This is an optimization exercise on Yosys and OpenROAD, whose aim is small area, not a production implementation.
The RTL was checked by simulation tests, not by an equivalence proof against the original design.
Power figures rest on the tool's default switching activity, not on a simulated workload.

File: constraint.sdc
create_clock -name core_clock -period 12.0 [get_ports {clk}]
set_input_delay 2.4000 -clock core_clock [delete_from_list [all_inputs] [get_ports {clk}]]
set_output_delay 2.4000 -clock core_clock [all_outputs]
set_load 0.01 [all_outputs]
File: standard.sh
#!/bin/bash
# synth_recipe.tcl (not shown) runs the flow's synth.tcl, then flattens the netlist and writes it again
# the make line also repeats each setting of config.mk as NAME=value (left out here)
make -C /OpenROAD-flow-scripts/flow DESIGN_CONFIG=/design/flow/config.mk WORK_HOME=/design/flow/orfs CLKGATE_MAP_FILE= SYNTH_SCRIPT=/design/flow/synth_recipe.tcl "${@:-finish}"
File: config.mk
export PLATFORM = sky130hd
export DESIGN_NAME = ls_solver
export DESIGN_NICKNAME = ls_solver
export VERILOG_FILES = /design/flow/design.v
export SDC_FILE = /design/flow/constraint.sdc
export NUM_CORES = 4
export LEC_CHECK = 0
export ABC_AREA = 1
export CAP_MARGIN = 20
export CORE_MARGIN = 2
export CORE_UTILIZATION = 45
export PLACE_DENSITY = 0.65
export SLEW_MARGIN = 20
File: design.v
module ls_solver (
    input  wire         clk,
    input  wire         rst,             
    input  wire         start,
    input  wire [11:0]  start_first,     
    input  wire [11:0]  start_count,     
    input  wire [15:0]  start_max_run,   
    input  wire         abort,
    input  wire         clear,           
    output wire [11:0]  node_addr,
    input  wire [255:0] nodes,           
    input  wire         win_en,
    input  wire         win_we,
    input  wire [3:0]   win_addr,
    input  wire [7:0]   win_wdata,
    output reg  [7:0]   win_rdata,
    output reg          busy,
    output reg          done,
    output reg          fault,
    output reg          aborted,
    output wire [7:0]   fcode,
    output wire [15:0]  last_clocks,
    output reg  [31:0]  fault_count,
    output reg  [3:0]   err,             
    input  wire [3:0]   err_clr          
);
    localparam OP_NOP  = 6'h00;
    localparam OP_AND  = 6'h01;
    localparam OP_OR   = 6'h02;
    localparam OP_XOR  = 6'h03;
    localparam OP_MOV  = 6'h04;
    localparam OP_SET  = 6'h05;
    localparam OP_RST  = 6'h06;
    localparam OP_SR   = 6'h07;
    localparam OP_RS   = 6'h08;
    localparam OP_EDGE = 6'h09;
    reg  [127:1] bf;
    wire [127:0] bfv = {bf, 1'b0};
    reg [11:0] cur_addr;      
    reg [11:0] rem;           
    reg        ot;            
    reg [11:0] cnt;           
    reg [11:0] last_q;
    reg [1:0]  fc;            
    assign node_addr   = cur_addr;
    assign last_clocks = {4'h0, last_q};
    assign fcode       = {5'h00, fc[1] & fc[0], fc[1] & ~fc[0], fc[0]};
    wire [5:0]  op  [0:3];
    wire        ia  [0:3];
    wire        ib  [0:3];
    wire        ir  [0:3];
    wire [17:0] fa  [0:3];
    wire [17:0] fb  [0:3];
    wire [17:0] fd  [0:3];
    wire [6:0]  adr_a [0:3];
    wire [6:0]  adr_b [0:3];
    wire [6:0]  adr_d [0:3];
    genvar g;
    generate
        for (g = 0; g < 4; g = g + 1) begin : fld
            assign op[g] = nodes[64*g+58 +: 6];
            assign ia[g] = nodes[64*g+57];
            assign ib[g] = nodes[64*g+56];
            assign ir[g] = nodes[64*g+55];
            assign fa[g] = nodes[64*g+36 +: 18];
            assign fb[g] = nodes[64*g+18 +: 18];
            assign fd[g] = nodes[64*g    +: 18];
            assign adr_a[g] = busy ? fa[g][6:0] : {win_addr, 3'(4 + g)};
            assign adr_b[g] = busy ? fb[g][6:0] : {win_addr, 3'(g)};
            assign adr_d[g] = busy ? fd[g][6:0] : {win_addr, 3'(4 + g)};
        end
    endgenerate
    function automatic [7:0] dec3(input [2:0] x);
        dec3 = 8'd1 << x;
    endfunction
    function automatic [15:0] dec4(input [3:0] x);
        dec4 = 16'd1 << x;
    endfunction
    function automatic rd(input [127:0] v, input [6:0] x);
        reg [7:0]  lo;
        reg [15:0] hi;
        reg        acc, grp;
        integer    h, l;
        begin
            lo  = dec3(x[2:0]);
            hi  = dec4(x[6:3]);
            acc = 1'b0;
            for (h = 0; h < 16; h = h + 1) begin
                grp = 1'b0;
                for (l = 0; l < 8; l = l + 1)
                    grp = grp | (lo[l] & v[8*h + l]);
                acc = acc | (hi[h] & grp);
            end
            rd = acc;
        end
    endfunction
    wire [3:0] ra, rb;        
    generate
        for (g = 0; g < 4; g = g + 1) begin : rdp
            assign ra[g] = rd(bfv, adr_a[g]);
            assign rb[g] = rd(bfv, adr_b[g]);
        end
    endgenerate
    reg [3:0] nf_op, nf_ad;           
    reg [3:0] act_b, act_d;           
    reg [3:0] wr_d;                   
    reg [3:0] val_b, val_d;           
    reg       av, bv;
    integer   k;
    always @* begin
        for (k = 0; k < 4; k = k + 1) begin
            av = ra[k] ^ ia[k];
            bv = rb[k] ^ ib[k];
            nf_op[k] = (op[k] > OP_EDGE);
            nf_ad[k] = (op[k] != OP_NOP) && (op[k] <= OP_EDGE) &&
                       ((|fa[k][17:7]) || (|fd[k][17:7]) ||
                        (!(op[k] == OP_MOV || op[k] == OP_SET || op[k] == OP_RST) && (|fb[k][17:7])));
            act_b[k] = (op[k] == OP_EDGE);
            act_d[k] = (op[k] != OP_NOP) && (op[k] <= OP_EDGE);
            val_b[k] = av;
            case (op[k])
                OP_AND:  begin wr_d[k] = 1'b1;     val_d[k] = (av & bv) ^ ir[k]; end
                OP_OR:   begin wr_d[k] = 1'b1;     val_d[k] = (av | bv) ^ ir[k]; end
                OP_XOR:  begin wr_d[k] = 1'b1;     val_d[k] = av ^ bv ^ ir[k];   end
                OP_MOV:  begin wr_d[k] = 1'b1;     val_d[k] = av ^ ir[k];        end
                OP_SET:  begin wr_d[k] = av;       val_d[k] = 1'b1;              end
                OP_RST:  begin wr_d[k] = av;       val_d[k] = 1'b0;              end
                OP_SR:   begin wr_d[k] = av | bv;  val_d[k] = av;                end
                OP_RS:   begin wr_d[k] = av | bv;  val_d[k] = ~bv;               end
                OP_EDGE: begin wr_d[k] = 1'b1;     val_d[k] = av & ~rb[k];       end
                default: begin wr_d[k] = 1'b0;     val_d[k] = 1'b0;              end
            endcase
        end
    end
    wire [3:0] nf = nf_op | nf_ad;
    wire       node_fault = |nf;
    wire [1:0] node_fc = nf[0] ? {nf_ad[0], nf_op[0]} :
                         nf[1] ? {nf_ad[1], nf_op[1]} :
                         nf[2] ? {nf_ad[2], nf_op[2]} :
                                 {nf_ad[3], nf_op[3]};
    wire start_bad   = start && (start_count == 12'd0);
    wire start_busy  = start && !start_bad && busy;
    wire start_ok    = start && !start_bad && !busy;
    wire last        = (rem == 12'd0);
    wire end_fault   = busy && (node_fault || (last && ot));
    wire end_done    = busy && !node_fault && last && !ot;
    wire end_abort   = busy && abort && !end_fault && !end_done;
    wire run_ends    = end_fault || end_done || end_abort;
    wire win_busy    = (win_en || clear) && busy;
    wire        st_ot  = ({4'h0, start_count} > start_max_run);
    wire [11:0] st_rem = st_ot ? start_max_run[11:0] : start_count - 12'd1;
    always @(posedge clk) begin
        if (rst) begin
            busy        <= 1'b0;
            done        <= 1'b0;
            fault       <= 1'b0;
            aborted     <= 1'b0;
            fc          <= 2'b00;
            last_q      <= 12'h000;
            fault_count <= 32'h0000_0000;
            err         <= 4'h0;
        end else begin
            err <= (err & ~err_clr)
                 | {start_bad, abort && (!busy || end_fault || end_done), start_busy, win_busy};
            if (start_ok) begin
                busy <= 1'b1;
                done <= 1'b0;
            end else if (busy) begin
                if (run_ends) begin
                    busy    <= 1'b0;
                    done    <= end_done;
                    fault   <= end_fault;
                    aborted <= end_abort;
                end
                if (end_done)
                    last_q <= cnt;
                if (end_fault) begin
                    fc <= node_fault ? node_fc : 2'b11;
                    if (fault_count != 32'hFFFF_FFFF)
                        fault_count <= fault_count + 32'd1;
                end
            end
        end
    end
    always @(posedge clk) begin
        if (start_ok) begin
            cur_addr <= start_first;
            rem      <= st_rem;
            ot       <= st_ot;
            cnt      <= start_count;
        end else begin
            cur_addr <= cur_addr + 12'd1;
            rem      <= rem - 12'd1;
        end
    end
    wire [6:0] wadr [0:7];
    wire [7:0] wact, wval;
    generate
        for (g = 0; g < 4; g = g + 1) begin : wp
            assign wadr[2*g]     = adr_b[g];
            assign wadr[2*g + 1] = adr_d[g];
            assign wact[2*g]     = act_b[g];
            assign wact[2*g + 1] = act_d[g];
        end
    endgenerate
    reg  [7:0] wsup;
    integer    w, u;
    always @* begin
        for (w = 0; w < 8; w = w + 1) begin
            wsup[w] = 1'b0;
            for (u = w + 1; u < 8; u = u + 1)
                if (wact[u] && wadr[u] == wadr[w])
                    wsup[w] = 1'b1;
        end
    end
    wire       bwe = busy && !end_fault;
    wire       iwe = !busy && win_en && win_we && !clear;
    wire       clr = !busy && clear;
    wire [7:0] wen, wv;
    generate
        for (g = 0; g < 4; g = g + 1) begin : we
            assign wen[2*g]     = busy ? (bwe && act_b[g] && !wsup[2*g]) : iwe;
            assign wen[2*g + 1] = busy ? (bwe && wr_d[g] && !wsup[2*g + 1]) : iwe;
            assign wv[2*g]      = busy ? val_b[g] : win_wdata[g];
            assign wv[2*g + 1]  = busy ? val_d[g] : win_wdata[4 + g];
        end
    endgenerate
    reg [15:0] hs [0:7];
    reg [15:0] hc [0:7];
    reg [7:0]  lo [0:7];
    always @* begin
        for (w = 0; w < 8; w = w + 1) begin
            hs[w] = wen[w] &&  wv[w] ? dec4(wadr[w][6:3]) : 16'h0000;
            hc[w] = wen[w] && !wv[w] ? dec4(wadr[w][6:3]) : 16'h0000;
            lo[w] = dec3(wadr[w][2:0]);
        end
    end
    reg [127:1] bset, bclr;
    integer     i;
    always @* begin
        for (i = 1; i < 128; i = i + 1) begin
            bset[i] = 1'b0;
            bclr[i] = 1'b0;
            for (w = 0; w < 8; w = w + 1) begin
                bset[i] = bset[i] | (hs[w][i >> 3] & lo[w][i & 7]);
                bclr[i] = bclr[i] | (hc[w][i >> 3] & lo[w][i & 7]);
            end
        end
    end
    always @(posedge clk)
        bf <= bset | (bf & ~bclr & ~{127{clr}});
    always @(posedge clk) begin
        if (win_en && !win_we)
            win_rdata <= busy ? 8'h00 : {ra, rb};
    end
endmodule
File: flow/run.sh
#!/bin/bash
# Standard layout, except that synthesis maps the logic with an area-only ABC
# script (flow/area.abc) instead of ORFS's abc_area/abc_speed script. Registers,
# flattening and renaming are exactly those of synth_recipe.tcl.
set -euo pipefail
here=$(pwd)
{
  printf 'proc abc {args} {\n'
  printf '  set i [lsearch -exact $args -script]\n'
  printf '  if {$i >= 0} { lset args [expr {$i + 1}] {%s} }\n' "$here/flow/area.abc"
  printf '  yosys abc {*}$args\n'
  printf '}\n'
  cat synth_recipe.tcl
} > own_synth.tcl
bash standard.sh SYNTH_SCRIPT="$here/own_synth.tcl" finish > flow.log 2>&1
File: flow/area.abc
strash
dch
map -a
topo
==> results of run 1 <==
## logic make-up after synthesis
kind of cell             count (synthesis)
buffers and inverters                  723
adder cells (fa/ha/maj)                 24
flip-flops                             226
AND/OR/NAND/NOR                       1845
XOR/XNOR                                39
other                                    1
AO/OA/AOI/OAI                         2100
## worst max-delay path by stage
stage / to / from / slack [ps] / depth (start not counted)
after floorplan: bf[64]$_DFF_P_ / busy$_SDFF_PP0_ / 1720 / 22
after global placement: bf[122]$_DFF_P_ / nodes[84] / 1530 / 31
after detailed placement: bf[85]$_DFF_P_ / nodes[84] / 1480 / 34
after CTS: bf[85]$_DFF_P_ / nodes[84] / 2110 / 34
## power by group through the flow
stage	logic, W	clock network, W	registers, W
2_1_floorplan	0.000465	0	0.000851
3_3_place_gp	0.00111	0	0.000856
3_5_place_dp	0.00111	0	0.000858
4_1_cts	0.00111	0.000966	0.000842
## cell usage after synthesis, types with 52 or more instances
| cell | number |
|---|---|
| sky130_fd_sc_hd__nor2_1 | 719 |
| sky130_fd_sc_hd__clkinv_1 | 713 |
| sky130_fd_sc_hd__nand2_1 | 648 |
| sky130_fd_sc_hd__o22ai_1 | 581 |
| sky130_fd_sc_hd__a221oi_1 | 337 |
| sky130_fd_sc_hd__a21oi_1 | 227 |
| sky130_fd_sc_hd__dfxtp_1 | 205 |
| sky130_fd_sc_hd__o21ai_0 | 202 |
| sky130_fd_sc_hd__nor4_1 | 180 |
| sky130_fd_sc_hd__o2111ai_1 | 179 |
| sky130_fd_sc_hd__o221ai_1 | 176 |
| sky130_fd_sc_hd__nor3_1 | 163 |
| sky130_fd_sc_hd__a22oi_1 | 124 |
| sky130_fd_sc_hd__nand3_1 | 73 |
| sky130_fd_sc_hd__o211ai_1 | 66 |
| sky130_fd_sc_hd__o41ai_1 | 60 |
| sky130_fd_sc_hd__o311ai_0 | 52 |
## routing by layer
| layer | global-route usage | overflow |
|---|---|---|
| met4 | 0.7947 | 122 |
| met1 | 0.8847 | 56 |
| met2 | 0.9557 | 113 |
| met5 | 0.5981 | 14 |
| met3 | 0.7843 | 87 |
## stage by stage
step / std cells / setup slack (ps)
after floorplan: 4966 / 1718
after global placement: 6508 / 1530
after detailed placement: 6510 / 1481
after CTS: 6567 / 2107
==> impl_table.tex, run 1 <==
\begin{tabular}{lr}
\hline
Metric & Value \\
\hline
\multicolumn{2}{l}{\textbf{Status}} \\
Run status & did not finish \\
Terminating stage of the flow & 5\_1\_grt \\
First Err & [ERROR GRT-0116] Global routing finished with congestion. Check the congestion regions in the DRC Viewer. \\
\multicolumn{2}{l}{\textbf{Placement}} \\
Port-buffer cells & 389 \\
Area of placed instances & 38,370 µm² \\
Final GP Congestion & 1.327 \\
Detailed Place HPWL & 193.6 mm \\
\multicolumn{2}{l}{\textbf{Logic synthesis}} \\
Number of library cell types mapped by synthesis & 45 \\
Cell accounting for the most synthesized area & sky130\_fd\_sc\_hd\_\_dfxtp\_1 \\
Yosys reg bits & 226 \\
Post-synthesis cell area & 31,010 µm² \\
Combinational family with the most area after synthesis & compound AO/OA/AOI/OAI gates \\
Most instantiated flip-flop cell in the synthesis netlist & sky130\_fd\_sc\_hd\_\_dfxtp\_1 \\
Post-synthesis simple-gate area fraction & 0.2528 \\
Share of the synthesized area in the top cell type & 0.1323 \\
Compound-Gate Fraction of Synth Area & 0.4849 \\
Share of synthesized area spent on multiplexers & 0 \\
Part of the Yosys area used for sequential elements & 0.1527 \\
Xor and xnor area share after synthesis & 0.01102 \\
Post-synthesis async set-or-reset flop share & 0 \\
Count of flip-flops with a built-in enable after synthesis & 21 \\
Number of warnings printed during yosys synthesis & 4 \\
Avg Cell Area, Syn & 6.254 µm² \\
Main area contributors after synthesis & sky130\_fd\_sc\_hd\_\_dfxtp\_1 13\%, sky130\_fd\_sc\_hd\_\_o22ai\_1 12\%, sky130\_fd\_sc\_hd\_\_a221oi\_1 9.5\%, sky130\_fd\_sc\_hd\_\_nor2\_1 8.7\%, sky130\_fd\_sc\_hd\_\_clkinv\_1 8.6\% \\
Gate Count Post-Synth & 4,958 \\
Adder-cell share of the synthesized area & 0.009684 \\
\multicolumn{2}{l}{\textbf{Clocking}} \\
Worst-case clock buffer depth & 3 \\
Number of setup buffers added after CTS & 0 \\
Total of cells resized after clock tree synthesis & 0 \\
Number of sinks on the clock net & 226 \\
Cell at the root of the clock tree & sky130\_fd\_sc\_hd\_\_clkbuf\_16 \\
Number of clock buffers inserted by TritonCTS & 31 \\
\# hold bufs at CTS & 0 \\
CTS HTree Levels & 1 \\
\multicolumn{2}{l}{\textbf{Global routing}} \\
Overall track demand over capacity in global routing & 0.8633 \\
Vias in the first global route & 57,950 \\
Maximum number of pins on one net before global-route repair & 128 \\
Global-route wire length before repair & 453.7 mm \\
GR Overflow Total & 392 \\
\multicolumn{2}{l}{\textbf{Die}} \\
Floorplan die width & 266.5 µm \\
Starting density of the core & 0.4529 \\
IO Count & 403 \\
Number of placement rows & 96 \\
Floorplan die height & 266.5 µm \\
\hline
\end{tabular}
==> run 2, diff against run 1 <==
--- a/design.v
+++ b/design.v
@@ -36,4 +36,4 @@
     localparam OP_EDGE = 6'h09;
-    reg  [127:1] bf;
-    wire [127:0] bfv = {bf, 1'b0};
+    reg  [127:1] bf_n;                              
+    wire [127:0] bfv = {~bf_n, 1'b0};
     reg [11:0] cur_addr;      
@@ -143,3 +143,3 @@
     wire start_ok    = start && !start_bad && !busy;
-    wire last        = (rem == 12'd0);
+    wire last        = (rem[11:1] == 11'd0) && (rem[0] == !ot);
     wire end_fault   = busy && (node_fault || (last && ot));
@@ -149,4 +149,29 @@
     wire win_busy    = (win_en || clear) && busy;
-    wire        st_ot  = ({4'h0, start_count} > start_max_run);
-    wire [11:0] st_rem = st_ot ? start_max_run[11:0] : start_count - 12'd1;
+    reg         st_ot;
+    reg  [11:0] addr_inc, rem_dec;
+    reg  [31:0] fcnt_inc;
+    reg         cy;
+    integer     j;
+    always @* begin
+        st_ot = 1'b0;                        
+        for (j = 0; j < 16; j = j + 1)
+            st_ot = (j < 12 ? (start_count[j % 12] & ~start_max_run[j]) : 1'b0) |
+                    (~((j < 12 ? start_count[j % 12] : 1'b0) ^ start_max_run[j]) & st_ot);
+        cy = 1'b1;
+        for (j = 0; j < 12; j = j + 1) begin
+            addr_inc[j] = cur_addr[j] ^ cy;
+            cy = cy & cur_addr[j];
+        end
+        cy = 1'b1;
+        for (j = 0; j < 12; j = j + 1) begin
+            rem_dec[j] = rem[j] ^ cy;
+            cy = cy & ~rem[j];
+        end
+        cy = ~&fault_count;                  
+        for (j = 0; j < 32; j = j + 1) begin
+            fcnt_inc[j] = fault_count[j] ^ cy;
+            cy = cy & fault_count[j];
+        end
+    end
+    wire [11:0] st_rem = st_ot ? start_max_run[11:0] : start_count;
     always @(posedge clk) begin
@@ -178,4 +203,3 @@
                     fc <= node_fault ? node_fc : 2'b11;
-                    if (fault_count != 32'hFFFF_FFFF)
-                        fault_count <= fault_count + 32'd1;
+                    fault_count <= fcnt_inc;
                 end
@@ -191,4 +215,4 @@
         end else begin
-            cur_addr <= cur_addr + 12'd1;
-            rem      <= rem - 12'd1;
+            cur_addr <= addr_inc;
+            rem      <= rem_dec;
         end
@@ -227,10 +251,10 @@
     endgenerate
-    reg [15:0] hs [0:7];
-    reg [15:0] hc [0:7];
-    reg [7:0]  lo [0:7];
+    reg [15:0] hw [0:7];
+    reg [7:0]  ls [0:7];
+    reg [7:0]  lc [0:7];
     always @* begin
         for (w = 0; w < 8; w = w + 1) begin
-            hs[w] = wen[w] &&  wv[w] ? dec4(wadr[w][6:3]) : 16'h0000;
-            hc[w] = wen[w] && !wv[w] ? dec4(wadr[w][6:3]) : 16'h0000;
-            lo[w] = dec3(wadr[w][2:0]);
+            hw[w] = wen[w] ? dec4(wadr[w][6:3]) : 16'h0000;
+            ls[w] =  wv[w] ? dec3(wadr[w][2:0]) : 8'h00;
+            lc[w] = !wv[w] ? dec3(wadr[w][2:0]) : 8'h00;
         end
@@ -244,4 +268,4 @@
             for (w = 0; w < 8; w = w + 1) begin
-                bset[i] = bset[i] | (hs[w][i >> 3] & lo[w][i & 7]);
-                bclr[i] = bclr[i] | (hc[w][i >> 3] & lo[w][i & 7]);
+                bset[i] = bset[i] | (hw[w][i >> 3] & ls[w][i & 7]);
+                bclr[i] = bclr[i] | (hw[w][i >> 3] & lc[w][i & 7]);
             end
@@ -250,3 +274,3 @@
     always @(posedge clk)
-        bf <= bset | (bf & ~bclr & ~{127{clr}});
+        bf_n <= ~(bset | (~bf_n & ~bclr & ~{127{clr}}));
     always @(posedge clk) begin
==> flow/run.sh (replaced) <==
#!/bin/bash
# Standard layout with two changes:
#  - synthesis maps the logic with an area-only ABC script (flow/area.abc, three rounds of map -a)
#    instead of ORFS's abc_area/abc_speed script; registers, flattening and
#    renaming are exactly those of synth_recipe.tcl;
#  - every input and output port still gets a buffer, but a buf_1.
set -euo pipefail
here=$(pwd)
{
  printf 'proc abc {args} {\n'
  printf '  set i [lsearch -exact $args -script]\n'
  printf '  if {$i >= 0} { lset args [expr {$i + 1}] {%s} }\n' "$here/flow/area.abc"
  printf '  yosys abc {*}$args\n'
  printf '}\n'
  cat synth_recipe.tcl
} > own_synth.tcl
bash standard.sh SYNTH_SCRIPT="$here/own_synth.tcl" \
  BUFFER_PORTS_ARGS="-buffer_cell sky130_fd_sc_hd__buf_1" finish > flow.log 2>&1
==> flow/area.abc (replaced) <==
strash
dch
map -a
topo
strash
dch
map -a
topo
strash
dch
map -a
topo
--- a/config.mk
+++ b/config.mk
@@ -7,7 +7,8 @@
 export LEC_CHECK = 0
-export ABC_AREA = 1
 export CAP_MARGIN = 20
+export CELL_PAD_IN_SITES_DETAIL_PLACEMENT = 2
+export CELL_PAD_IN_SITES_GLOBAL_PLACEMENT = 4
 export CORE_MARGIN = 2
-export CORE_UTILIZATION = 45
-export PLACE_DENSITY = 0.65
+export CORE_UTILIZATION = 20
+export PLACE_DENSITY = 0.35
 export SLEW_MARGIN = 20
==> run 2 against run 1 <==
Effect of this change:
- the layout now fails its checks (max-capacitance violations, max-slew violations)
- synthesized cell count is 8.6% lower
- area after synthesis decreased by 6.0%
==> impl_table.tex, run 2 <==
\begin{tabular}{lr}
\hline
Metric & Value \\
\hline
\multicolumn{2}{l}{\textbf{Power}} \\
Total power divided by cell area & 90.38 nW/µm² \\
Net switching power figure & 0.001643 W \\
Sequential Power Share & 0.254 \\
Clk network pwr share & 0.378 \\
Comb pwr share & 0.368 \\
Total internal power & 0.001812 W \\
Largest voltage drop on the vdd net & 0.08877 mV \\
Leakage dissipation & 10.75 nW \\
Fraction of power spent switching nets & 0.4757 \\
\multicolumn{2}{l}{\textbf{Setup path}} \\
R2R Setup Slk & 2220 ps \\
Max stage delay on crit path & 860 ps \\
Worst setup path endpoint & bf\_n[116]\$\_DFF\_P\_ \\
Number of buffer and inverter stages on the critical path & 5 \\
Worst path required time & 12,440 ps \\
Worst EP arrival & 11,160 ps \\
Critical-path top delay cell & sky130\_fd\_sc\_hd\_\_nor4\_1 \\
Cell breakdown of the critical path & buf\_1 > clkinv\_1 > nor2\_1 > nor3\_1 > clkinv\_1 > o22ai\_1 > o41ai\_1 > nand3\_1 > nor2\_1 > nand3\_1 > xor2\_1 > ha\_1 > nand2\_1 > o21ai\_0 > a22oi\_1 > o21ai\_0 > xnor2\_1 > o221ai\_1 > o21ai\_1 > clkinv\_1 > nand2\_1 > buf\_4 > o22ai\_1 > nor4\_1 \\
Crit path launch & nodes[146] \\
Cell repeated most along the worst path & sky130\_fd\_sc\_hd\_\_clkinv\_1 \\
Reg2reg start & busy\$\_SDFF\_PP0\_ \\
Critical Path Stages & 24 \\
RR Endpoint & bf\_n[116]\$\_DFF\_P\_ \\
Setup crit start kind & primary input \\
Critical Path Sink Type & flip-flop \\
Worst r2r path cells & 26 \\
Class of the most critical setup path & in2reg \\
Maximum fanout along the worst path & 16 \\
Critical path's top delay family & simple AND/OR/NAND/NOR gates \\
\multicolumn{2}{l}{\textbf{Logic synthesis}} \\
Post-synthesis cell area & 29,150 µm² (was 31,010 µm²) \\
Share of the synthesized area in the top cell type & 0.2387 (was 0.1323) \\
Part of the Yosys area used for sequential elements & 0.1624 (was 0.1527) \\
Count of flip-flops with a built-in enable after synthesis & 21 (unchanged) \\
Most common cell in the synthesized netlist & sky130\_fd\_sc\_hd\_\_o22ai\_1 (was sky130\_fd\_sc\_hd\_\_nor2\_1) \\
Number of library cell types mapped by synthesis & 47 (was 45) \\
Post-synthesis async set-or-reset flop share & 0 (unchanged) \\
Leading cell types by count after synthesis & 1,112 x sky130\_fd\_sc\_hd\_\_o22ai\_1, 612 x sky130\_fd\_sc\_hd\_\_clkinv\_1, 515 x sky130\_fd\_sc\_hd\_\_nor2\_1 (was 719 x sky130\_fd\_sc\_hd\_\_nor2\_1, 713 x sky130\_fd\_sc\_hd\_\_clkinv\_1, 648 x sky130\_fd\_sc\_hd\_\_nand2\_1) \\
Yosys reg bits & 226 (unchanged) \\
Avg Cell Area, Syn & 6.434 µm² (was 6.254 µm²) \\
Gate Count Post-Synth & 4,530 (was 4,958) \\
Number of warnings printed during yosys synthesis & 4 (unchanged) \\
Main area contributors after synthesis & sky130\_fd\_sc\_hd\_\_o22ai\_1 24\%, sky130\_fd\_sc\_hd\_\_dfxtp\_1 14\%, sky130\_fd\_sc\_hd\_\_clkinv\_1 7.9\%, sky130\_fd\_sc\_hd\_\_nor2\_1 6.6\%, sky130\_fd\_sc\_hd\_\_nand2\_1 5.0\% (was sky130\_fd\_sc\_hd\_\_dfxtp\_1 13\%, sky130\_fd\_sc\_hd\_\_o22ai\_1 12\%, sky130\_fd\_sc\_hd\_\_a221oi\_1 9.5\%, sky130\_fd\_sc\_hd\_\_nor2\_1 8.7\%, sky130\_fd\_sc\_hd\_\_clkinv\_1 8.6\%) \\
Cell accounting for the most synthesized area & sky130\_fd\_sc\_hd\_\_o22ai\_1 (was sky130\_fd\_sc\_hd\_\_dfxtp\_1) \\
Most instantiated flip-flop cell in the synthesis netlist & sky130\_fd\_sc\_hd\_\_dfxtp\_1 (unchanged) \\
\multicolumn{2}{l}{\textbf{Run}} \\
Number of max-capacitance violations reported & 1 \\
\multicolumn{2}{l}{\textbf{Clocking}} \\
CTS HTree Levels & 2 (was 1) \\
Number of sinks on the clock net & 226 (unchanged) \\
Worst-case clock buffer depth & 3 (unchanged) \\
\# hold bufs at CTS & 0 (unchanged) \\
Source-to-sink clock delay at the later pin of the worst-skew pair & 690 ps \\
Total of cells resized after clock tree synthesis & 0 (unchanged) \\
Number of clock buffers inserted by TritonCTS & 40 (was 31) \\
Cell at the root of the clock tree & sky130\_fd\_sc\_hd\_\_clkbuf\_16 (unchanged) \\
Clock tree from TritonCTS & built \\
Clock slew at reported path FFs & 70 ps \\
Number of setup buffers added after CTS & 0 (unchanged) \\
\multicolumn{2}{l}{\textbf{STA}} \\
Worst-margin pin slew & 1463 ps \\
Skew final & 67.05 ps \\
Hold Slack & 463.5 ps \\
Sum Neg Setup Slack & 0 ps \\
Crit share post-route & 0.8934 \\
Final critical path time including I/O delays and setup & 10,720 ps \\
Number of hold violations in the final report & 0 \\
Rel. slew slack & -0.0004406 \\
Max-slew violation count & 1 \\
Timing-limited maximum frequency & 93.28 MHz \\
Number of setup violations in the final report & 0 \\
RSZ-0062 raised after global routing & no \\
\multicolumn{2}{l}{\textbf{Route}} \\
Number of nets still failing antenna checks after routing & 0 \\
Number of search-and-repair iterations in the first detailed-routing pass & 10 \\
Number of vias per cell & 7.540 \\
Wire length per cell & 53.02 µm \\
Total via count after detailed routing & 56,060 \\
Number of remaining DRC errors & 0 \\
Final routed wirelength across all metal layers & 394.2 mm \\
Violation count after the first detailed-route iteration & 9,170 \\
\multicolumn{2}{l}{\textbf{Global routing}} \\
Initial antenna violation count & 62 \\
GR Overflow Total & 0 \\
Vias in the first global route & 52,720 \\
Overall track demand over capacity in global routing & 0.5070 \\
Maximum number of pins on one net before global-route repair & 53 \\
Global-route wire length before repair & 507.4 mm \\
\multicolumn{2}{l}{\textbf{Final layout}} \\
Final Net Count & 5,812 \\
Final Core Density & 0.2633 \\
Fraction of layout cells with a size suffix above 1 & 0.1105 \\
Layout overhead on the synthesized area & 31.15\% \\
Commonest cells after routing, fill and taps aside & 1,112 x sky130\_fd\_sc\_hd\_\_o22ai\_1, 606 x sky130\_fd\_sc\_hd\_\_clkinv\_1, 495 x sky130\_fd\_sc\_hd\_\_nor2\_1 \\
Multi-input logic area & 22,260 µm² \\
Number of flip-flops under the largest register name & 127 \\
FF+latch area & 4738 µm² \\
Top reg by flops & bf\_n \\
Most common cell after layout, fill and taps aside & sky130\_fd\_sc\_hd\_\_o22ai\_1 \\
Filler instances & 17,770 \\
Largest registers & bf\_n (127), fault\_count (32) \\
Total non-filler cell area in the finished layout & 38,230 µm² \\
Layout Cells excl Fill & 7,434 \\
\multicolumn{2}{l}{\textbf{Status}} \\
Violated Checks & max-capacitance violations, max-slew violations \\
Run status & finished with violations (was did not finish) \\
\multicolumn{2}{l}{\textbf{Placement}} \\
Port-buffer cells & 389 (unchanged) \\
Cells after DPL & 7,293 (was 6,510) \\
Detailed Place HPWL & 291.5 mm (was 193.6 mm) \\
Area of placed instances & 36,580 µm² (was 38,370 µm²) \\
Final GP Congestion & 1.130 (was 1.327) \\
\multicolumn{2}{l}{\textbf{Die}} \\
Number of placement rows & 140 (was 96) \\
Die area & 148,800 µm² \\
Floorplan die width & 385.8 µm (was 266.5 µm) \\
Floorplan die height & 385.8 µm (was 266.5 µm) \\
Area of the core & 145,200 µm² \\
Starting density of the core & 0.2007 (was 0.4529) \\
IO Count & 403 (unchanged) \\
\multicolumn{2}{l}{\textbf{Hold path}} \\
Hold crit path type & reg2reg \\
\hline
\end{tabular}
-- run 2: logic make-up (layout without fill, tap and decap cells) --
kind of cell,after synthesis,after routing,synth area share
compound gates,2228,2228,0.5172
xor+xnor,12,12,0.003606
buf+inv,622,1539,0.08139
fa+ha+maj,70,70,0.03005
other cells,1,71,0.0001287
simple gates,1371,1371,0.2052
flops,226,226,0.1624
-- run 2: through the flow --
step                      total power (W)  setup slack (ps)
after floorplan                  0.001319              4062
after global placement           0.002040              1261
after detailed placement         0.002047              1160
after CTS                        0.003340              1795
after global routing             0.003460              1423
final                            0.003455              1279
-- run 2: worst min path at each step --
stage	slack [ps]	end	start	depth (start not counted)
final	460	fc[1]$_SDFFE_PP0P_	fc[1]$_SDFFE_PP0P_	2
after global routing	490	fc[1]$_SDFFE_PP0P_	fc[1]$_SDFFE_PP0P_	2
after CTS	470	fc[1]$_SDFFE_PP0P_	fc[1]$_SDFFE_PP0P_	2
after detailed placement	460	fault$_SDFFE_PP0P_	fault$_SDFFE_PP0P_	2
after global placement	450	fc[1]$_SDFFE_PP0P_	fc[1]$_SDFFE_PP0P_	2
after floorplan	440	fc[1]$_SDFFE_PP0P_	fc[1]$_SDFFE_PP0P_	2
-- run 2: power groups by stage --
stage	Clock [W]	Combinational (W)	Sequential (W)
after floorplan	0	0.000438	0.000881
after global placement	0	0.00115	0.000887
after detailed placement	0	0.00116	0.000889
after CTS	0.00131	0.00116	0.000872
after global routing	0.00133	0.00125	0.000880
final	0.00131	0.00127	0.000876
-- run 2: per-layer routing --
| metal | vias up | track usage | part of all wire |
|---|---|---|---|
| li1 | 20460 | - | - |
| met1 | 27890 | 0.5734 | 0.37 |
| met2 | 5661 | 0.6881 | 0.38 |
| met3 | 1978 | 0.2736 | 0.14 |
| met4 | 59 | 0.4174 | 0.10 |
| met5 | - | 0.06205 | 0.0037 |
-- run 2: tightest hold or removal path, stage by stage (launching register included) --
cell                       delay [ps]
sky130_fd_sc_hd__dfxtp_1          290
sky130_fd_sc_hd__clkinv_1          60
sky130_fd_sc_hd__a21oi_1           60
-- run 2: cell type report --
class / instances / share of cell area
clock inverters: 25 / 0.006972
multi-input cells: 3690 / 0.5822
diodes: 62 / 0.004059
inverters: 612 / 0.06016
clock buffers: 49 / 0.02838
well taps: 1917 / 0.06274
repair buffers: 853 / 0.1315
flip-flops and latches: 226 / 0.1239
==> run 3, diff against run 2 <==
--- a/config.mk
+++ b/config.mk
@@ -7,3 +7,3 @@
 export LEC_CHECK = 0
-export CAP_MARGIN = 20
+export CAP_MARGIN = 35
 export CELL_PAD_IN_SITES_DETAIL_PLACEMENT = 2
@@ -12,3 +12,5 @@
 export CORE_UTILIZATION = 20
+export GPL_TIMING_DRIVEN = 0
 export PLACE_DENSITY = 0.35
-export SLEW_MARGIN = 20
+export SETUP_SLACK_MARGIN = 1.0
+export SLEW_MARGIN = 35
==> run 3 against run 2 <==
Effect of this change:
- now clean on timing, DRC and antenna
- first-iteration DRC count decreased by 11%
- final cell count shrank 5.7%
- clock power is 5% lower
- sequential cell count unchanged
- synthesized cell count unchanged
- utilization fell by 1.1 points
- sequential power is 6.2% higher
- largest power group unchanged
==> impl_table.tex, run 3 <==
\begin{tabular}{lr}
\hline
Metric & Value \\
\hline
\multicolumn{2}{l}{\textbf{Route}} \\
Number of remaining DRC errors & 0 (unchanged) \\
Violation count after the first detailed-route iteration & 8,179 (was 9,170) \\
Wire length per cell & 52.45 µm (was 53.02 µm) \\
Number of nets still failing antenna checks after routing & 0 (unchanged) \\
Total via count after detailed routing & 52,550 (was 56,060) \\
Number of vias per cell & 7.493 (was 7.540) \\
Number of search-and-repair iterations in the first detailed-routing pass & 8 (was 10) \\
Final routed wirelength across all metal layers & 367.8 mm (was 394.2 mm) \\
\multicolumn{2}{l}{\textbf{Clocking}} \\
Worst-case clock buffer depth & 3 (unchanged) \\
Number of clock buffers inserted by TritonCTS & 39 (was 40) \\
Number of setup buffers added after CTS & 0 (unchanged) \\
Source-to-sink clock delay at the later pin of the worst-skew pair & 690 ps (about the same) \\
Total of cells resized after clock tree synthesis & 5 (was 0) \\
Clock tree from TritonCTS & built (unchanged) \\
CTS HTree Levels & 2 (unchanged) \\
Cell at the root of the clock tree & sky130\_fd\_sc\_hd\_\_clkbuf\_16 (unchanged) \\
\# hold bufs at CTS & 0 (unchanged) \\
Number of sinks on the clock net & 226 (unchanged) \\
Clock slew at reported path FFs & 60 ps (was 70 ps) \\
\multicolumn{2}{l}{\textbf{Final layout}} \\
Commonest cells after routing, fill and taps aside & 1,112 x sky130\_fd\_sc\_hd\_\_o22ai\_1, 539 x sky130\_fd\_sc\_hd\_\_clkinv\_1, 446 x sky130\_fd\_sc\_hd\_\_nor2\_1 (was 1,112 x sky130\_fd\_sc\_hd\_\_o22ai\_1, 606 x sky130\_fd\_sc\_hd\_\_clkinv\_1, 495 x sky130\_fd\_sc\_hd\_\_nor2\_1) \\
Final Net Count & 5,416 (was 5,812) \\
Number of flip-flops under the largest register name & 127 (unchanged) \\
Layout overhead on the synthesized area & 25.64\% (was 31.15\%) \\
Most common cell after layout, fill and taps aside & sky130\_fd\_sc\_hd\_\_o22ai\_1 (unchanged) \\
Top reg by flops & bf\_n (unchanged) \\
Largest registers & bf\_n (127), fault\_count (32) (unchanged) \\
Fraction of layout cells with a size suffix above 1 & 0.08368 (was 0.1105) \\
\multicolumn{2}{l}{\textbf{Global routing}} \\
GR Overflow Total & 0 (unchanged) \\
Global-route wire length before repair & 479.2 mm (was 507.4 mm) \\
Overall track demand over capacity in global routing & 0.4739 (was 0.5070) \\
Maximum number of pins on one net before global-route repair & 67 (was 53) \\
Vias in the first global route & 50,090 (was 52,720) \\
Initial antenna violation count & 46 (was 62) \\
\multicolumn{2}{l}{\textbf{Logic synthesis}} \\
Number of library cell types mapped by synthesis & 47 (unchanged) \\
Share of the synthesized area in the top cell type & 0.2387 (unchanged) \\
Number of warnings printed during yosys synthesis & 4 (unchanged) \\
Count of flip-flops with a built-in enable after synthesis & 21 (unchanged) \\
Main area contributors after synthesis & sky130\_fd\_sc\_hd\_\_o22ai\_1 24\%, sky130\_fd\_sc\_hd\_\_dfxtp\_1 14\%, sky130\_fd\_sc\_hd\_\_clkinv\_1 7.9\%, sky130\_fd\_sc\_hd\_\_nor2\_1 6.6\%, sky130\_fd\_sc\_hd\_\_nand2\_1 5.0\% (unchanged) \\
Cell accounting for the most synthesized area & sky130\_fd\_sc\_hd\_\_o22ai\_1 (unchanged) \\
Part of the Yosys area used for sequential elements & 0.1624 (unchanged) \\
Gate Count Post-Synth & 4,530 (unchanged) \\
Most common cell in the synthesized netlist & sky130\_fd\_sc\_hd\_\_o22ai\_1 (unchanged) \\
Yosys reg bits & 226 (unchanged) \\
Post-synthesis async set-or-reset flop share & 0 (unchanged) \\
Post-synthesis cell area & 29,150 µm² (unchanged) \\
Avg Cell Area, Syn & 6.434 µm² (unchanged) \\
Leading cell types by count after synthesis & 1,112 x sky130\_fd\_sc\_hd\_\_o22ai\_1, 612 x sky130\_fd\_sc\_hd\_\_clkinv\_1, 515 x sky130\_fd\_sc\_hd\_\_nor2\_1 (unchanged) \\
Most instantiated flip-flop cell in the synthesis netlist & sky130\_fd\_sc\_hd\_\_dfxtp\_1 (unchanged) \\
\multicolumn{2}{l}{\textbf{STA}} \\
Crit share post-route & 0.9446 (was 0.8934) \\
Sum Neg Setup Slack & 0 ps (unchanged) \\
Max-slew violation count & 0 (was 1) \\
RSZ-0062 raised after global routing & yes (was no) \\
Timing-limited maximum frequency & 88.22 MHz (was 93.28 MHz) \\
Number of hold violations in the final report & 0 (unchanged) \\
Hold Slack & 473.5 ps (was 463.5 ps) \\
Skew final & 78.75 ps (was 67.05 ps) \\
Rel. slew slack & 0.2065 (was -0.0004406) \\
Number of setup violations in the final report & 0 (unchanged) \\
Final critical path time including I/O delays and setup & 11,340 ps (was 10,720 ps) \\
Worst-margin pin slew & 1182 ps (was 1463 ps) \\
Final worst setup slack & 664.8 ps (was 1279 ps) \\
\multicolumn{2}{l}{\textbf{Die}} \\
Floorplan die width & 385.8 µm (unchanged) \\
IO Count & 403 (unchanged) \\
Floorplan die height & 385.8 µm (unchanged) \\
Number of placement rows & 140 (unchanged) \\
Starting density of the core & 0.2007 (unchanged) \\
Die area & 148,800 µm² (unchanged) \\
Area of the core & 145,200 µm² (unchanged) \\
\multicolumn{2}{l}{\textbf{Setup path}} \\
Maximum fanout along the worst path & 18 (was 16) \\
Worst path required time & 12,410 ps (was 12,440 ps) \\
Critical Path Sink Type & flip-flop (unchanged) \\
Class of the most critical setup path & in2reg (unchanged) \\
Setup crit start kind & primary input (unchanged) \\
Worst EP arrival & 11,750 ps (was 11,160 ps) \\
\multicolumn{2}{l}{\textbf{Hold path}} \\
Hold crit path type & reg2reg (unchanged) \\
\multicolumn{2}{l}{\textbf{Placement}} \\
Port-buffer cells & 389 (unchanged) \\
Detailed Place HPWL & 264.4 mm (was 291.5 mm) \\
Final GP Congestion & 1.119 (was 1.130) \\
Minimum setup slack after placement & -75.04 ps (was 1160 ps) \\
\multicolumn{2}{l}{\textbf{Power}} \\
Total power & 0.003331 W (was 0.003455 W) \\
Total power divided by cell area & 90.97 nW/µm² (was 90.38 nW/µm²) \\
Largest voltage drop on the vdd net & 0.09112 mV (was 0.08877 mV) \\
Leakage dissipation & 9.390 nW (was 10.75 nW) \\
\multicolumn{2}{l}{\textbf{Status}} \\
Run status & timing/DRC/antenna clean (was finished with violations) \\
\multicolumn{2}{l}{\textbf{Run}} \\
Number of max-capacitance violations reported & 0 (was 1) \\
\hline
\end{tabular}
run 3: cell counts after synthesis:
No cell type changed its count.
run 3: final timing paths:
path,cells after the start,to,slack (ps),start
worst max register to register,28,bf_n[97]$_DFF_P_,1020,busy$_SDFF_PP0_
worst min register to register,2,fc[1]$_SDFFE_PP0P_,470,fc[1]$_SDFFE_PP0P_
worst min-delay path,2,fc[1]$_SDFFE_PP0P_,470,fc[1]$_SDFFE_PP0P_
worst max-delay path,26,bf_n[97]$_DFF_P_,660,nodes[83]
run 3: routing by layer:
| metal | up-vias | part of all wire | routed length (µm) | track usage |
|---|---|---|---|---|
| met1 | 26560 | 0.38 | 140700 | 0.5609 |
| met5 | - | 0.0028 | 1038 | 0.03769 |
| li1 | 19660 | - | - | - |
| met2 | 4836 | 0.39 | 142800 | 0.6515 |
| met3 | 1470 | 0.14 | 50890 | 0.2407 |
| met4 | 31 | 0.088 | 32410 | 0.3333 |
run 3: layout make-up:
class | instances | area, µm²
fill | 17600 | 108600
timing repair buffer | 448 | 2591
clock inverter | 11 | 105.1
tap | 1917 | 2399
sequential | 226 | 4747
multi-input combinational | 3690 | 23030
buffer | 10 | 75.07
antenna | 41 | 102.6
inverter | 612 | 2407
clock buffer | 58 | 1167
run 3: cell families (layout without fill, tap and decap cells):
kind of cell / count (synthesis) / count (layout) / share of synthesized area
AOI/OAI and AO/OA: 2228 / 2228 / 0.5172
xor gates and xnor gates: 12 / 12 / 0.003606
adders and majority gates: 70 / 70 / 0.03005
buffers and inverters: 622 / 1139 / 0.08139
DFF: 226 / 226 / 0.1624
other: 1 / 50 / 0.0001287
and+or+nand+nor: 1371 / 1371 / 0.2052
run 3: worst max-delay path, cell delays in order:
cell and delay (ps):
sky130_fd_sc_hd__buf_1 400, sky130_fd_sc_hd__clkinv_1 610, sky130_fd_sc_hd__nor2_2 640, sky130_fd_sc_hd__nor3_1 150, sky130_fd_sc_hd__clkinv_2 410, sky130_fd_sc_hd__o22ai_1 150, sky130_fd_sc_hd__o41ai_1 1010, sky130_fd_sc_hd__nand3_1 280
sky130_fd_sc_hd__nor2_1 220, sky130_fd_sc_hd__nand3_1 410, sky130_fd_sc_hd__xor2_1 360, sky130_fd_sc_hd__clkinv_1 150, sky130_fd_sc_hd__ha_1 220, sky130_fd_sc_hd__clkinv_1 60, sky130_fd_sc_hd__o21ai_0 90, sky130_fd_sc_hd__nand3_1 80
sky130_fd_sc_hd__a31oi_1 140, sky130_fd_sc_hd__nor4_1 400, sky130_fd_sc_hd__o21ai_0 230, sky130_fd_sc_hd__nor2_1 860, sky130_fd_sc_hd__nand2_1 860, sky130_fd_sc_hd__clkinv_1 430, sky130_fd_sc_hd__a21oi_1 110, sky130_fd_sc_hd__o21ai_0 90
sky130_fd_sc_hd__a221oi_1 80, sky130_fd_sc_hd__nor4_1 790
run 3: power by group:
| group | switching, W | total (W) | internal, W |
|---|---|---|---|
| Clock | 0.000544 | 0.00124 | 0.000694 |
| Sequential | 0.000120 | 0.000930 | 0.000810 |
| Combinational | 0.000925 | 0.00116 | 0.000239 |
| Total | 0.00159 | 0.00333 | 0.00174 |
run 3: stage by stage:
stage               std cells  area, µm²  utilization
finish                   7013      36620       0.2522
global route             6984      36550       0.2517
floorplan                4538      29180            -
CTS                      6966      36300       0.2500
detailed placement       6897      35020       0.2412
global placement         6844      33040       0.2275
==> run 4, diff against run 3 <==
--- a/config.mk
+++ b/config.mk
@@ -12,2 +12,3 @@
 export CORE_UTILIZATION = 20
+export CTS_BUF_LIST = sky130_fd_sc_hd__clkbuf_8
 export GPL_TIMING_DRIVEN = 0
==> run 4 against run 3 <==
Effect of this change:
- still clean on timing, DRC and antenna
- register-to-register slack worse by 280 ps
- via count is 0.85% higher
- sequential power hardly changed
- first-iteration DRC count is 3.4% higher
- wire length hardly changed
- sequential share of layout area hardly changed
- non-clock buffer count is 2 lower
- critical endpoint is now bf_n[114]$_DFF_P_
==> impl_table.tex, run 4 <==
\begin{tabular}{lr}
\hline
Metric & Value \\
\hline
\multicolumn{2}{l}{\textbf{STA}} \\
Worst-margin pin slew & 1175 ps (was 1182 ps) \\
Max-slew violation count & 0 (unchanged) \\
Number of setup violations in the final report & 0 (unchanged) \\
Timing-limited maximum frequency & 88.15 MHz (was 88.22 MHz) \\
RSZ-0062 raised after global routing & yes (unchanged) \\
Crit share post-route & 0.9454 (was 0.9446) \\
Hold Slack & 469.1 ps (was 473.5 ps) \\
Skew final & 127.3 ps (was 78.75 ps) \\
Number of hold violations in the final report & 0 (unchanged) \\
Rel. slew slack & 0.2063 (was 0.2065) \\
Final worst setup slack & 655.6 ps (was 664.8 ps) \\
Final critical path time including I/O delays and setup & 11,340 ps (about the same) \\
\multicolumn{2}{l}{\textbf{Final layout}} \\
Fraction of layout cells with a size suffix above 1 & 0.08659 (was 0.08368) \\
Number of flip-flops under the largest register name & 127 (unchanged) \\
Layout overhead on the synthesized area & 25.62\% (was 25.64\%) \\
Top reg by flops & bf\_n (unchanged) \\
Largest registers & bf\_n (127), fault\_count (32) (unchanged) \\
FF+latch area & 4743 µm² (was 4747 µm²) \\
Most common cell after layout, fill and taps aside & sky130\_fd\_sc\_hd\_\_o22ai\_1 (unchanged) \\
Total non-filler cell area in the finished layout & 36,620 µm² (about the same) \\
Commonest cells after routing, fill and taps aside & 1,112 x sky130\_fd\_sc\_hd\_\_o22ai\_1, 542 x sky130\_fd\_sc\_hd\_\_clkinv\_1, 448 x sky130\_fd\_sc\_hd\_\_nor2\_1 (was 1,112 x sky130\_fd\_sc\_hd\_\_o22ai\_1, 539 x sky130\_fd\_sc\_hd\_\_clkinv\_1, 446 x sky130\_fd\_sc\_hd\_\_nor2\_1) \\
Final Net Count & 5,433 (was 5,416) \\
Layout Cells excl Fill & 7,052 (was 7,013) \\
Filler instances & 17,600 (about the same) \\
Multi-input logic area & 23,010 µm² (was 23,030 µm²) \\
\multicolumn{2}{l}{\textbf{Hold path}} \\
Hold path startpoint & fc[1]\$\_SDFFE\_PP0P\_ (unchanged) \\
Hold crit path type & reg2reg (unchanged) \\
Hold worst-path end & fc[1]\$\_SDFFE\_PP0P\_ (unchanged) \\
Count of cells along the worst hold path & 2 (unchanged) \\
\multicolumn{2}{l}{\textbf{Global routing}} \\
Maximum number of pins on one net before global-route repair & 67 (unchanged) \\
Global-route wire length before repair & 478.6 mm (was 479.2 mm) \\
Overall track demand over capacity in global routing & 0.4734 (was 0.4739) \\
Initial antenna violation count & 47 (was 46) \\
GR Overflow Total & 0 (unchanged) \\
Vias in the first global route & 50,270 (was 50,090) \\
\multicolumn{2}{l}{\textbf{Route}} \\
Number of search-and-repair iterations in the first detailed-routing pass & 9 (was 8) \\
Final routed wirelength across all metal layers & 368.1 mm (was 367.8 mm) \\
Total via count after detailed routing & 53,000 (was 52,550) \\
Number of vias per cell & 7.515 (was 7.493) \\
Wire length per cell & 52.20 µm (was 52.45 µm) \\
Violation count after the first detailed-route iteration & 8,458 (was 8,179) \\
Number of remaining DRC errors & 0 (unchanged) \\
Number of nets still failing antenna checks after routing & 0 (unchanged) \\
\multicolumn{2}{l}{\textbf{Setup path}} \\
Worst r2r path cells & 27 (was 28) \\
Critical-path top delay cell & sky130\_fd\_sc\_hd\_\_clkinv\_1 (was sky130\_fd\_sc\_hd\_\_o41ai\_1) \\
Crit path launch & nodes[82] (was nodes[83]) \\
Max stage delay on crit path & 1120 ps (was 1010 ps) \\
R2R Setup Slk & 740 ps (was 1020 ps) \\
Class of the most critical setup path & in2reg (unchanged) \\
Maximum fanout along the worst path & 17 (was 18) \\
Critical path's top delay family & buffers and inverters (was simple AND/OR/NAND/NOR gates) \\
Reg2reg start & busy\$\_SDFF\_PP0\_ (unchanged) \\
Setup crit start kind & primary input (unchanged) \\
Cell repeated most along the worst path & sky130\_fd\_sc\_hd\_\_clkinv\_1 (unchanged) \\
Worst path required time & 12,610 ps (was 12,410 ps) \\
RR Endpoint & bf\_n[114]\$\_DFF\_P\_ (was bf\_n[97]\$\_DFF\_P\_) \\
Worst EP arrival & 11,950 ps (was 11,750 ps) \\
Critical Path Sink Type & flip-flop (unchanged) \\
Number of buffer and inverter stages on the critical path & 8 (was 6) \\
\multicolumn{2}{l}{\textbf{Die}} \\
IO Count & 403 (unchanged) \\
Die area & 148,800 µm² (unchanged) \\
Area of the core & 145,200 µm² (unchanged) \\
Starting density of the core & 0.2007 (unchanged) \\
Floorplan die height & 385.8 µm (unchanged) \\
Number of placement rows & 140 (unchanged) \\
Floorplan die width & 385.8 µm (unchanged) \\
\multicolumn{2}{l}{\textbf{Clocking}} \\
Number of setup buffers added after CTS & 0 (unchanged) \\
Source-to-sink clock delay at the later pin of the worst-skew pair & 900 ps (was 690 ps) \\
Total of cells resized after clock tree synthesis & 3 (was 5) \\
CTS HTree Levels & 2 (unchanged) \\
Number of clock buffers inserted by TritonCTS & 58 (was 39) \\
Clock slew at reported path FFs & 60 ps (about the same) \\
\# hold bufs at CTS & 0 (unchanged) \\
Clock tree from TritonCTS & built (unchanged) \\
Worst-case clock buffer depth & 3 (unchanged) \\
Cell at the root of the clock tree & sky130\_fd\_sc\_hd\_\_clkbuf\_8 (was sky130\_fd\_sc\_hd\_\_clkbuf\_16) \\
Number of sinks on the clock net & 226 (unchanged) \\
\multicolumn{2}{l}{\textbf{Placement}} \\
Minimum setup slack after placement & -75.04 ps (unchanged) \\
Port-buffer cells & 389 (unchanged) \\
Area of placed instances & 35,020 µm² (unchanged) \\
Detailed Place HPWL & 264.4 mm (unchanged) \\
Final GP Congestion & 1.119 (unchanged) \\
Cells after DPL & 6,897 (unchanged) \\
\multicolumn{2}{l}{\textbf{Logic synthesis}} \\
Leading cell types by count after synthesis & 1,112 x sky130\_fd\_sc\_hd\_\_o22ai\_1, 612 x sky130\_fd\_sc\_hd\_\_clkinv\_1, 515 x sky130\_fd\_sc\_hd\_\_nor2\_1 (unchanged) \\
Avg Cell Area, Syn & 6.434 µm² (unchanged) \\
Share of the synthesized area in the top cell type & 0.2387 (unchanged) \\
Most instantiated flip-flop cell in the synthesis netlist & sky130\_fd\_sc\_hd\_\_dfxtp\_1 (unchanged) \\
Main area contributors after synthesis & sky130\_fd\_sc\_hd\_\_o22ai\_1 24\%, sky130\_fd\_sc\_hd\_\_dfxtp\_1 14\%, sky130\_fd\_sc\_hd\_\_clkinv\_1 7.9\%, sky130\_fd\_sc\_hd\_\_nor2\_1 6.6\%, sky130\_fd\_sc\_hd\_\_nand2\_1 5.0\% (unchanged) \\
Gate Count Post-Synth & 4,530 (unchanged) \\
Part of the Yosys area used for sequential elements & 0.1624 (unchanged) \\
Post-synthesis cell area & 29,150 µm² (unchanged) \\
Count of flip-flops with a built-in enable after synthesis & 21 (unchanged) \\
Number of library cell types mapped by synthesis & 47 (unchanged) \\
Yosys reg bits & 226 (unchanged) \\
Cell accounting for the most synthesized area & sky130\_fd\_sc\_hd\_\_o22ai\_1 (unchanged) \\
Post-synthesis async set-or-reset flop share & 0 (unchanged) \\
Number of warnings printed during yosys synthesis & 4 (unchanged) \\
Most common cell in the synthesized netlist & sky130\_fd\_sc\_hd\_\_o22ai\_1 (unchanged) \\
\multicolumn{2}{l}{\textbf{Power}} \\
Total power divided by cell area & 90.26 nW/µm² (was 90.97 nW/µm²) \\
Leakage dissipation & 9.491 nW (was 9.390 nW) \\
Largest voltage drop on the vdd net & 0.07212 mV (was 0.09112 mV) \\
\multicolumn{2}{l}{\textbf{Status}} \\
Run status & timing/DRC/antenna clean (unchanged) \\
\multicolumn{2}{l}{\textbf{Run}} \\
Number of max-capacitance violations reported & 0 (unchanged) \\
\hline
\end{tabular}
run 4: cell count changes in the layout (fill, tap and decap cells not counted), sizes merged:
cell / delta
clkbuf: +19
inv: +16
clkinv: +4
clkinvlp: -3
bufinv: +2
diode: +1
run 4: power breakdown:
group          switching (W)  total, W  internal (W)
sequential          0.000120  0.000930      0.000810
combinational       0.000927   0.00116      0.000238
clock               0.000560   0.00121      0.000651
total                0.00161   0.00330       0.00170
run 4: cell type report:
type	count	share of cell area
Sequential cell	226	0.1295
Inverter	612	0.06540
Buffer	10	0.002050
Clock buffer	79	0.02969
Tap cell	1917	0.06550
Timing Repair Buffer	446	0.07049
Multi-Input combinational cell	3690	0.6284
Antenna cell	42	0.002870
Clock inverter	30	0.006048
run 4: through the flow:
step	util	TNS [ps]	power [W]
finish	0.2522	0	0.003305
global route	0.2516	0	0.003324
CTS	0.2502	0	0.003198
detailed placement	0.2412	-141.3	0.002006
global placement	0.2275	-767640	0.001933
floorplan	-	0	0.001319
run 4: worst reg2reg max path, delay by kind of cell, from the launching register on:
family | cells | cell delay [ps]
AND/OR/NAND/NOR | 7 | 3260
buffers and inverters | 10 | 4460
AO/OA/AOI/OAI | 7 | 2080
flip-flops | 1 | 650
adder cells (fa/ha/maj) | 1 | 220
XOR/XNOR | 2 | 400
run 4: metal layers:
metal  part of all wire  GRT usage  wire length, µm
met4              0.088     0.3343            32280
met1               0.38     0.5612           140800
met3               0.14     0.2409            51060
met5             0.0023    0.02404              830
met2               0.39     0.6501           143100
run 4: worst max-delay path by stage:
stage	slack (ps)	endpoint	cells past startpoint
finish	660	bf_n[114]$_DFF_P_	25
global placement	-7360	bf_n[71]$_DFF_P_	21
floorplan	4060	bf_n[27]$_DFF_P_	23
detailed placement	-80	bf_n[124]$_DFF_P_	25
CTS	990	bf_n[9]$_DFF_P_	26
global route	930	bf_n[69]$_DFF_P_	26
run 4: cell families (layout without fill, tap and decap cells):
logic type	count (synthesis)	after routing	synth area share
buffers and inverters	622	1177	0.08139
DFF	226	226	0.1624
AOI/OAI and AO/OA	2228	2228	0.5172
adders and majority gates	70	70	0.03005
xor gates and xnor gates	12	12	0.003606
other	1	51	0.0001287
and+or+nand+nor	1371	1371	0.2052
==> run 5, diff against run 4 <==
--- a/config.mk
+++ b/config.mk
@@ -7,3 +7,3 @@
 export LEC_CHECK = 0
-export CAP_MARGIN = 35
+export CAP_MARGIN = 25
 export CELL_PAD_IN_SITES_DETAIL_PLACEMENT = 2
@@ -15,3 +15,3 @@
 export PLACE_DENSITY = 0.35
-export SETUP_SLACK_MARGIN = 1.0
-export SLEW_MARGIN = 35
+export SETUP_SLACK_MARGIN = 0.7
+export SLEW_MARGIN = 25
==> run 5 against run 4 <==
Effect of this change:
- critical path type unchanged
- register-to-register slack improved by 210 ps
- setup slack worse by 230 ps
- first-iteration DRC count down 1.8%
- critical endpoint is now bf_n[96]$_DFF_P_
- still clean
- synthesized cell count did not move
==> impl_table.tex, run 5 <==
\begin{tabular}{lr}
\hline
Metric & Value \\
\hline
\multicolumn{2}{l}{\textbf{Logic synthesis}} \\
Most common cell in the synthesized netlist & sky130\_fd\_sc\_hd\_\_o22ai\_1 (unchanged) \\
Compound-Gate Fraction of Synth Area & 0.5172 (unchanged) \\
Avg Cell Area, Syn & 6.434 µm² (unchanged) \\
Part of the Yosys area used for sequential elements & 0.1624 (unchanged) \\
Adder-cell share of the synthesized area & 0.03005 (unchanged) \\
Most instantiated flip-flop cell in the synthesis netlist & sky130\_fd\_sc\_hd\_\_dfxtp\_1 (unchanged) \\
Gate Count Post-Synth & 4,530 (unchanged) \\
Count of flip-flops with a built-in enable after synthesis & 21 (unchanged) \\
Combinational family with the most area after synthesis & compound AO/OA/AOI/OAI gates (unchanged) \\
Post-synthesis cell area & 29,150 µm² (unchanged) \\
Yosys reg bits & 226 (unchanged) \\
Main area contributors after synthesis & sky130\_fd\_sc\_hd\_\_o22ai\_1 24\%, sky130\_fd\_sc\_hd\_\_dfxtp\_1 14\%, sky130\_fd\_sc\_hd\_\_clkinv\_1 7.9\%, sky130\_fd\_sc\_hd\_\_nor2\_1 6.6\%, sky130\_fd\_sc\_hd\_\_nand2\_1 5.0\% (unchanged) \\
Leading cell types by count after synthesis & 1,112 x sky130\_fd\_sc\_hd\_\_o22ai\_1, 612 x sky130\_fd\_sc\_hd\_\_clkinv\_1, 515 x sky130\_fd\_sc\_hd\_\_nor2\_1 (unchanged) \\
\multicolumn{2}{l}{\textbf{Setup path}} \\
RR Endpoint & bf\_n[96]\$\_DFF\_P\_ (was bf\_n[114]\$\_DFF\_P\_) \\
Worst EP arrival & 12,220 ps (was 11,950 ps) \\
Critical Path Sink Type & flip-flop (unchanged) \\
Class of the most critical setup path & in2reg (unchanged) \\
R2R Setup Slk & 950 ps (was 740 ps) \\
Worst path required time & 12,640 ps (was 12,610 ps) \\
Setup crit start kind & primary input (unchanged) \\
Reg2reg start & busy\$\_SDFF\_PP0\_ (unchanged) \\
\multicolumn{2}{l}{\textbf{Global routing}} \\
Highest-utilization routing layer at the global route stage & met2 (unchanged) \\
Vias in the first global route & 50,270 (about the same) \\
Global-route wire length before repair & 479.6 mm (was 478.6 mm) \\
Met3 track demand over resource in global routing & 0.2315 (was 0.2409) \\
\multicolumn{2}{l}{\textbf{STA}} \\
Crit share post-route & 0.9644 (was 0.9454) \\
Number of setup violations in the final report & 0 (unchanged) \\
Final critical path time including I/O delays and setup & 11,570 ps (was 11,340 ps) \\
Timing-limited maximum frequency & 86.41 MHz (was 88.15 MHz) \\
Number of hold violations in the final report & 0 (unchanged) \\
RSZ-0062 raised after global routing & yes (unchanged) \\
Skew final & 115.9 ps (was 127.3 ps) \\
Worst-margin pin slew & 1291 ps (was 1175 ps) \\
\multicolumn{2}{l}{\textbf{Route}} \\
Number of remaining DRC errors & 0 (unchanged) \\
Number of search-and-repair iterations in the first detailed-routing pass & 9 (unchanged) \\
Wire length per cell & 52.28 µm (was 52.20 µm) \\
Violation count after the first detailed-route iteration & 8,305 (was 8,458) \\
Total via count after detailed routing & 52,770 (was 53,000) \\
Number of nets still failing antenna checks after routing & 0 (unchanged) \\
\multicolumn{2}{l}{\textbf{Power}} \\
Total power & 0.003277 W (was 0.003305 W) \\
Comb pwr share & 0.352 (about the same) \\
Leakage dissipation & 9.336 nW (was 9.491 nW) \\
Largest voltage drop on the vdd net & 0.07199 mV (was 0.07212 mV) \\
Total power divided by cell area & 90.66 nW/µm² (was 90.26 nW/µm²) \\
Total internal power & 0.001689 W (was 0.001699 W) \\
Clk network pwr share & 0.364 (was 0.366) \\
Net switching power figure & 0.001588 W (was 0.001606 W) \\
\multicolumn{2}{l}{\textbf{Final layout}} \\
Total non-filler cell area in the finished layout & 36,150 µm² (was 36,620 µm²) \\
Final Net Count & 5,439 (was 5,433) \\
Layout overhead on the synthesized area & 24.02\% (was 25.62\%) \\
Layout Cells excl Fill & 7,046 (was 7,052) \\
Commonest cells after routing, fill and taps aside & 1,112 x sky130\_fd\_sc\_hd\_\_o22ai\_1, 584 x sky130\_fd\_sc\_hd\_\_clkinv\_1, 456 x sky130\_fd\_sc\_hd\_\_nor2\_1 (was 1,112 x sky130\_fd\_sc\_hd\_\_o22ai\_1, 542 x sky130\_fd\_sc\_hd\_\_clkinv\_1, 448 x sky130\_fd\_sc\_hd\_\_nor2\_1) \\
Most common cell after layout, fill and taps aside & sky130\_fd\_sc\_hd\_\_o22ai\_1 (unchanged) \\
Largest registers & bf\_n (127), fault\_count (32) (unchanged) \\
Filler instances & 17,670 (was 17,600) \\
\multicolumn{2}{l}{\textbf{Status}} \\
Run status & timing/DRC/antenna clean (unchanged) \\
\multicolumn{2}{l}{\textbf{Clocking}} \\
\# hold bufs at CTS & 0 (unchanged) \\
Number of setup buffers added after CTS & 0 (unchanged) \\
Clock tree from TritonCTS & built (unchanged) \\
Number of clock buffers inserted by TritonCTS & 57 (was 58) \\
CTS HTree Levels & 2 (unchanged) \\
\multicolumn{2}{l}{\textbf{Hold path}} \\
Hold crit path type & reg2reg (unchanged) \\
Count of cells along the worst hold path & 2 (unchanged) \\
Hold path startpoint & fault\$\_SDFFE\_PP0P\_ (was fc[1]\$\_SDFFE\_PP0P\_) \\
\multicolumn{2}{l}{\textbf{Placement}} \\
Area of placed instances & 34,660 µm² (was 35,020 µm²) \\
Detailed Place HPWL & 266.2 mm (was 264.4 mm) \\
\multicolumn{2}{l}{\textbf{Die}} \\
Number of placement rows & 140 (unchanged) \\
Starting density of the core & 0.2007 (unchanged) \\
Floorplan die width & 385.8 µm (unchanged) \\
IO Count & 403 (unchanged) \\
\multicolumn{2}{l}{\textbf{Run}} \\
Number of max-capacitance violations reported & 0 (unchanged) \\
\hline
\end{tabular}
[run 5: worst max path at each step]
| stage | end | cells after the start |
|---|---|---|
| floorplan | bf_n[27]$_DFF_P_ | 23 |
| global placement | bf_n[71]$_DFF_P_ | 21 |
| detailed placement | bf_n[71]$_DFF_P_ | 27 |
| CTS | bf_n[71]$_DFF_P_ | 27 |
| global route | bf_n[71]$_DFF_P_ | 27 |
| finish | bf_n[96]$_DFF_P_ | 26 |
[run 5: final cells by class]
class / count / area [µm²] / share of cell area
clock buffers: 71 / 977.2 / 0.02703
plain buffers: 10 / 75.07 / 0.002077
clock inverters: 34 / 292.8 / 0.008099
diodes: 33 / 82.58 / 0.002284
multi-input cells: 3690 / 22670 / 0.6272
inverters: 612 / 2340 / 0.06472
repair buffers: 453 / 2574 / 0.07120
flip-flops and latches: 226 / 4738 / 0.1311
well taps: 1917 / 2399 / 0.06635
[run 5: kinds of logic after synthesis]
logic type	count (synthesis)
AO/OA/AOI/OAI	2228
XOR/XNOR	12
adder cells (fa/ha/maj)	70
buffers and inverters	622
flip-flops	226
other	1
AND/OR/NAND/NOR	1371
[run 5: repair_timing]
action                     4_1_cts  5_1_grt
resized for setup                3        5
pin swaps                        0        0
setup endpoints to repair        8       18
[run 5: power by group through the flow]
stage	logic, W	clock network (W)	registers [W]
2_1_floorplan	0.000438	0	0.000881
3_5_place_dp	0.00107	0	0.000931
3_3_place_gp	0.000998	0	0.000935
4_1_cts	0.00107	0.00119	0.000915
6_report	0.00115	0.00119	0.000929
5_1_grt	0.00115	0.00122	0.000925
[run 5: through the flow]
step | setup TNS (ps) | setup slack (ps) | hold slack [ps] | util
2_1_floorplan | 0 | 4062 | 435.3 | -
3_3_place_gp | -767640 | -7360 | 451.5 | 0.2275
3_5_place_dp | -3719 | -874.6 | 461.0 | 0.2387
4_1_cts | 0 | 842.1 | 470.0 | 0.2475
5_1_grt | 0 | 654.2 | 495.5 | 0.2484
6_report | 0 | 427.1 | 463.7 | 0.2489
[run 5: layer usage]
metal | routed length, µm | vias up
li1 | - | 19680
met2 | 143700 | 5061
met3 | 50880 | 1462
met5 | 1422 | -
met4 | 31800 | 59
met1 | 140600 | 26510
[run 5: worst max-delay path, cell delays in order]
cell	delay (ps)
sky130_fd_sc_hd__buf_1	540
sky130_fd_sc_hd__clkinv_1	440
sky130_fd_sc_hd__nor2_2	560
sky130_fd_sc_hd__clkinv_1	480
sky130_fd_sc_hd__nand2_2	590
sky130_fd_sc_hd__o22ai_1	150
sky130_fd_sc_hd__o41ai_1	1020
sky130_fd_sc_hd__nand4_1	390
sky130_fd_sc_hd__nor2_1	240
sky130_fd_sc_hd__nand2_1	250
sky130_fd_sc_hd__xor2_1	280
sky130_fd_sc_hd__clkinv_1	130
sky130_fd_sc_hd__ha_1	230
sky130_fd_sc_hd__o21a_1	170
sky130_fd_sc_hd__o221ai_1	200
sky130_fd_sc_hd__nand2_1	80
sky130_fd_sc_hd__a21oi_1	200
sky130_fd_sc_hd__nor2_2	200
sky130_fd_sc_hd__nor2_2	650
sky130_fd_sc_hd__buf_6	250
sky130_fd_sc_hd__clkinv_1	880
sky130_fd_sc_hd__o22ai_1	500
sky130_fd_sc_hd__nor3_1	110
sky130_fd_sc_hd__a21oi_1	170
sky130_fd_sc_hd__o221ai_1	130
sky130_fd_sc_hd__a2111oi_0	890

## static timing again, ports no longer ideal
In the flow no input, the clock included, has a driving cell. The finished layouts below were timed again as built, in two steps. Step 1, drivers: a clkbuf_16 drives clk and a buf_2 each remaining input, both assumed. Step 2 also shifts input and output timing later by t, the mid clock arrival at the registers, as if the neighbouring blocks saw the same clock. a / b / c = ideal / step 1 / step 2; a / b = the first two.
run | shift t [ns] | slack for setup (ns) | hold slack, ns | worst register clock-pin slew, ns | cell pins on the clock port's net
run 2 | 0.734 | 1.279 / 1.339 / 0.605 | 0.463 / 0.463 / 0.463 | 0.07 / 0.07 | 1
run 3 | 0.737 | 0.665 / 0.728 / -0.009 | 0.473 / 0.473 / 0.473 | 0.07 / 0.07 | 1
run 4 | 0.924 | 0.656 / 0.723 / -0.202 | 0.469 / 0.469 / 0.469 | 0.08 / 0.08 | 1
run 5 | 0.921 | 0.427 / 0.481 / -0.440 | 0.464 / 0.464 / 0.464 | 0.08 / 0.08 | 1
Met with ideal ports but missed after step 2: setup timing in run 3, run 4 and run 5. The setup slack of run 5, which loses most, moves by +0.054 ns with the drivers and by -0.867 ns with both steps.
